Context: an optimization exercise on an open-source flow, tuned for small area and a short achievable clock period. The choices shown serve that exercise and are no tape-out recipe. Where RTL was checked, it was by simulation tests only, not by an equivalence proof against the original.

Design dec79_codec, start of the top module:
module dec79_codec (
    input  wire        clk,
    input  wire        rst,             
    input  wire        enc_in_valid,
    input  wire [63:0] enc_in_data,
    output wire        enc_out_valid,
    output wire [78:0] enc_out_word,
    input  wire        dec_in_valid,
    input  wire [78:0] dec_in_word,
    output wire        dec_out_valid,
    output wire [78:0] dec_out_word,
    output wire [1:0]  dec_out_nfix,
    output wire        dec_out_uncorr
);
Size in the first run: ~1900 cells after synthesis, ~310 I/O pins.
Settings: LEC_CHECK=0, CAP_MARGIN=20, CORE_MARGIN=2, CORE_UTILIZATION=40, PLACE_DENSITY=0.6, SETUP_SLACK_MARGIN=0.4, SLEW_MARGIN=20; clock period 22.0 ns.
run.sh (not shown) runs the stock make flow with config.mk's settings and CLKGATE_MAP_FILE= SYNTH_SCRIPT=/design/flow/synth_recipe.tcl, a recipe that flattens the netlist after the stock synthesis.
The baseline finished clean.
Change:
--- a/flow/design.v
+++ b/flow/design.v
@@ -1460,44 +1460,42 @@
     reg [78:0] enc_w_r;
     always @(posedge clk) enc_w_r <= enc_word;
     assign enc_out_word = enc_w_r;
     reg  [78:0] word_r0;
     always @(posedge clk) begin
         word_r0 <= dec_in_word;
     end
     wire [6:0] s1, s3;
     wire       par;
     dec79_syn u_syn (.word(word_r0), .s1(s1), .s3(s3), .par(par));
     wire [6:0] q = gf_inv3(s1);
-    wire [6:0] cp  = gf_mul(s3, q);
-    wire       s1z = (s1 == 7'd0);
-    wire       s3z = (s3 == 7'd0);
     reg  [78:0] word_r1;
     reg  [6:0] s1_r1;
+    reg  [6:0] s3_r1;
     reg        par_r1;
-    reg  [6:0] cp_r1;
-    reg        s1z_r1;
-    reg        s3z_r1;
+    reg  [6:0] q_r1;
     always @(posedge clk) begin
         word_r1 <= word_r0;
         s1_r1 <= s1;
+        s3_r1 <= s3;
         par_r1 <= par;
-        cp_r1 <= cp;
-        s1z_r1 <= s1z;
-        s3z_r1 <= s3z;
+        q_r1 <= q;
     end
+    wire [6:0] cp  = gf_mul(s3_r1, q_r1);
+    wire       s1z = (s1_r1 == 7'd0);
+    wire       s3z = (s3_r1 == 7'd0);
     wire [6:0] x1, x2;
     wire       e, f78, uncorr;
     wire [1:0] nfix;
-    dec79_loc u_loc (.s1(s1_r1), .cp(cp_r1), .par(par_r1),
-                     .s1z(s1z_r1), .s3z(s3z_r1), .x1(x1), .x2(x2),
+    dec79_loc u_loc (.s1(s1_r1), .cp(cp), .par(par_r1),
+                     .s1z(s1z), .s3z(s3z), .x1(x1), .x2(x2),
                      .e(e), .f78(f78), .nfix(nfix), .uncorr(uncorr));
     wire [78:0] wloc = {word_r1[78] ^ f78, word_r1[77:0]};
     wire [77:0] wcor;
     dec79_cor u_cor (.word_in(wloc[77:0]), .x1(x1), .x2(x2),
                      .e(e), .word_out(wcor));
     wire [78:0] wout = {wloc[78], wcor};
     reg  [78:0] wout_r2;
     reg  [1:0] nfix_r2;
     reg        uncorr_r2;
     always @(posedge clk) begin
         wout_r2 <= wout;
Wire length shrinks by 3.7%.
Global-route usage decreases by 0.88 points.
Sequential share of layout area came out higher by 0.31 points.
Count of clock-buffer cells in the layout came out lower by 9.
Critical path depth grows by 5.
Worst hold slack gets worse by 32 ps.
Setup slack loses 1200 ps.
No run of this note included a check of the RTL's function; only the layout flow was run.

* * *

dec79_codec, a different RTL version from the one above (not shown whole).
Size: ~1900 cells after synthesis, about 510 flip-flops, about 310 I/O pins, about 20000 um^2 of cells after synthesis.
export LEC_CHECK = 0
export CAP_MARGIN = 20
export CORE_MARGIN = 2
export CORE_UTILIZATION = 40
export PLACE_DENSITY = 0.6
export SETUP_SLACK_MARGIN = 0.4
export SLEW_MARGIN = 20
create_clock -name core_clock -period 22.0 [get_ports {clk}]
standard.sh (not shown) runs the stock make flow with config.mk's settings and CLKGATE_MAP_FILE= SYNTH_SCRIPT=/design/flow/synth_recipe.tcl, a recipe that flattens the netlist after the stock synthesis.
==> flow/flow/run.sh <==
#!/bin/bash
# The standard layout (standard.sh), with plain buf_1 cells as the port buffers.
export BUFFER_PORTS_ARGS="-buffer_cell sky130_fd_sc_hd__buf_1"
bash standard.sh > standard.log 2>&1
Edit:
--- a/flow/design.v
+++ b/flow/design.v
@@ -1441,89 +1441,75 @@
     end
 endfunction
 function automatic gf_trace(input [6:0] c);
     begin
         gf_trace = c[0];
     end
 endfunction
     reg [1:0] enc_v;
-    reg [3:0] dec_v;
+    reg [2:0] dec_v;
     always @(posedge clk) begin
         if (rst) begin
             enc_v <= 2'd0;
-            dec_v <= 4'd0;
+            dec_v <= 3'd0;
         end else begin
             enc_v <= {enc_v, enc_in_valid};
             dec_v <= {dec_v, dec_in_valid};
         end
     end
     assign enc_out_valid = enc_v[1];
-    assign dec_out_valid = dec_v[3];
+    assign dec_out_valid = dec_v[2];
     reg [63:0] enc_d_r0;
     always @(posedge clk) enc_d_r0 <= enc_in_data;
     wire [78:0] enc_word;
     dec79_enc u_enc (.data(enc_d_r0), .word(enc_word));
     reg [78:0] enc_w_r;
     always @(posedge clk) enc_w_r <= enc_word;
     assign enc_out_word = enc_w_r;
     reg  [78:0] word_r0;
     always @(posedge clk) begin
         word_r0 <= dec_in_word;
     end
     wire [6:0] s1, s3;
     wire       par;
     dec79_syn u_syn (.word(word_r0), .s1(s1), .s3(s3), .par(par));
     wire [6:0] q = gf_inv3(s1);
+    wire [6:0] cp  = gf_mul(s3, q);
+    wire       s1z = (s1 == 7'd0);
+    wire       s3z = (s3 == 7'd0);
     reg  [78:0] word_r1;
     reg  [6:0] s1_r1;
-    reg  [6:0] s3_r1;
     reg        par_r1;
-    reg  [6:0] q_r1;
+    reg  [6:0] cp_r1;
+    reg        s1z_r1;
+    reg        s3z_r1;
     always @(posedge clk) begin
         word_r1 <= word_r0;
         s1_r1 <= s1;
-        s3_r1 <= s3;
         par_r1 <= par;
-        q_r1 <= q;
+        cp_r1 <= cp;
+        s1z_r1 <= s1z;
+        s3z_r1 <= s3z;
     end
-    wire [6:0] cp  = gf_mul(s3_r1, q_r1);
-    wire       s1z = (s1_r1 == 7'd0);
-    wire       s3z = (s3_r1 == 7'd0);
     wire [6:0] x1, x2;
     wire       e1, e2, f78, uncorr;
     wire [1:0] nfix;
-    dec79_loc u_loc (.s1(s1_r1), .cp(cp), .par(par_r1),
-                     .s1z(s1z), .s3z(s3z), .x1(x1), .x2(x2),
+    dec79_loc u_loc (.s1(s1_r1), .cp(cp_r1), .par(par_r1),
+                     .s1z(s1z_r1), .s3z(s3z_r1), .x1(x1), .x2(x2),
                      .e1(e1), .e2(e2), .f78(f78), .nfix(nfix), .uncorr(uncorr));
     wire [78:0] wloc = {word_r1[78] ^ f78, word_r1[77:0]};
-    reg  [78:0] word_r2;
-    reg  [6:0] x1_r2;
-    reg  [6:0] x2_r2;
-    reg        e1_r2;
-    reg        e2_r2;
+    wire [77:0] wcor;
+    dec79_cor u_cor (.word_in(wloc[77:0]), .x1(x1), .x2(x2),
+                     .e1(e1), .e2(e2), .word_out(wcor));
+    wire [78:0] wout = {wloc[78], wcor};
+    reg  [78:0] wout_r2;
     reg  [1:0] nfix_r2;
     reg        uncorr_r2;
     always @(posedge clk) begin
-        word_r2 <= wloc;
-        x1_r2 <= x1;
-        x2_r2 <= x2;
-        e1_r2 <= e1;
-        e2_r2 <= e2;
+        wout_r2 <= wout;
         nfix_r2 <= nfix;
         uncorr_r2 <= uncorr;
     end
-    wire [77:0] wcor;
-    dec79_cor u_cor (.word_in(word_r2[77:0]), .x1(x1_r2), .x2(x2_r2),
-                     .e1(e1_r2), .e2(e2_r2), .word_out(wcor));
-    wire [78:0] wout = {word_r2[78], wcor};
-    reg  [78:0] wout_r3;
-    reg  [1:0] nfix_r3;
-    reg        uncorr_r3;
-    always @(posedge clk) begin
-        wout_r3 <= wout;
-        nfix_r3 <= nfix_r2;
-        uncorr_r3 <= uncorr_r2;
-    end
-    assign dec_out_word   = wout_r3;
-    assign dec_out_nfix   = nfix_r3;
-    assign dec_out_uncorr = uncorr_r3;
+    assign dec_out_word   = wout_r2;
+    assign dec_out_nfix   = nfix_r2;
+    assign dec_out_uncorr = uncorr_r2;
 endmodule
The changed run ran to the end with no violations.
Worst setup slack loses 210 ps.
Count of clock-buffer cells in the layout went down by 3.
Core utilization went down by 0.39 points.
Critical path depth went down by 3.
Final area went down by 6.4%.
Die area went down by 6.0%.
Maximum frequency went down by 3.5%.
Function not checked in the first run of this note: the RTL went through the layout flow alone.

re-timing with driven ports:
No port has a modelled driver above. Below, the same layouts with a new extraction and two added sets of constraints. Step 1 assumes that a clkbuf_16 drives the clock port and a buf_2 every other input. Step 2, shift: input delay + t, output delay - t, t = (earliest + latest rising clock arrival at the registers) / 2. This alone moves slack from input paths to output paths. Three values: no drivers, after step 1, after step 2; two values: the first two.
run	t (ns)	slack for setup (ns)	hold slack, ns	worst data-port slew with drivers (ns)	cell pins on the clock port's net
the first run of note 1	0.625	15.719 / 15.719 / 15.719	0.395 / 0.395 / 0.395	0.11	1
the second run of note 1	0.621	14.501 / 14.501 / 14.501	0.363 / 0.363 / 0.363	0.09	1
the first run of note 2	0.639	16.178 / 16.178 / 16.178	0.315 / 0.315 / 0.315	0.10	1
the second run of note 2	0.625	15.964 / 15.964 / 15.964	0.377 / 0.377 / 0.377	0.09	1
After both steps every run listed still meets setup and hold.
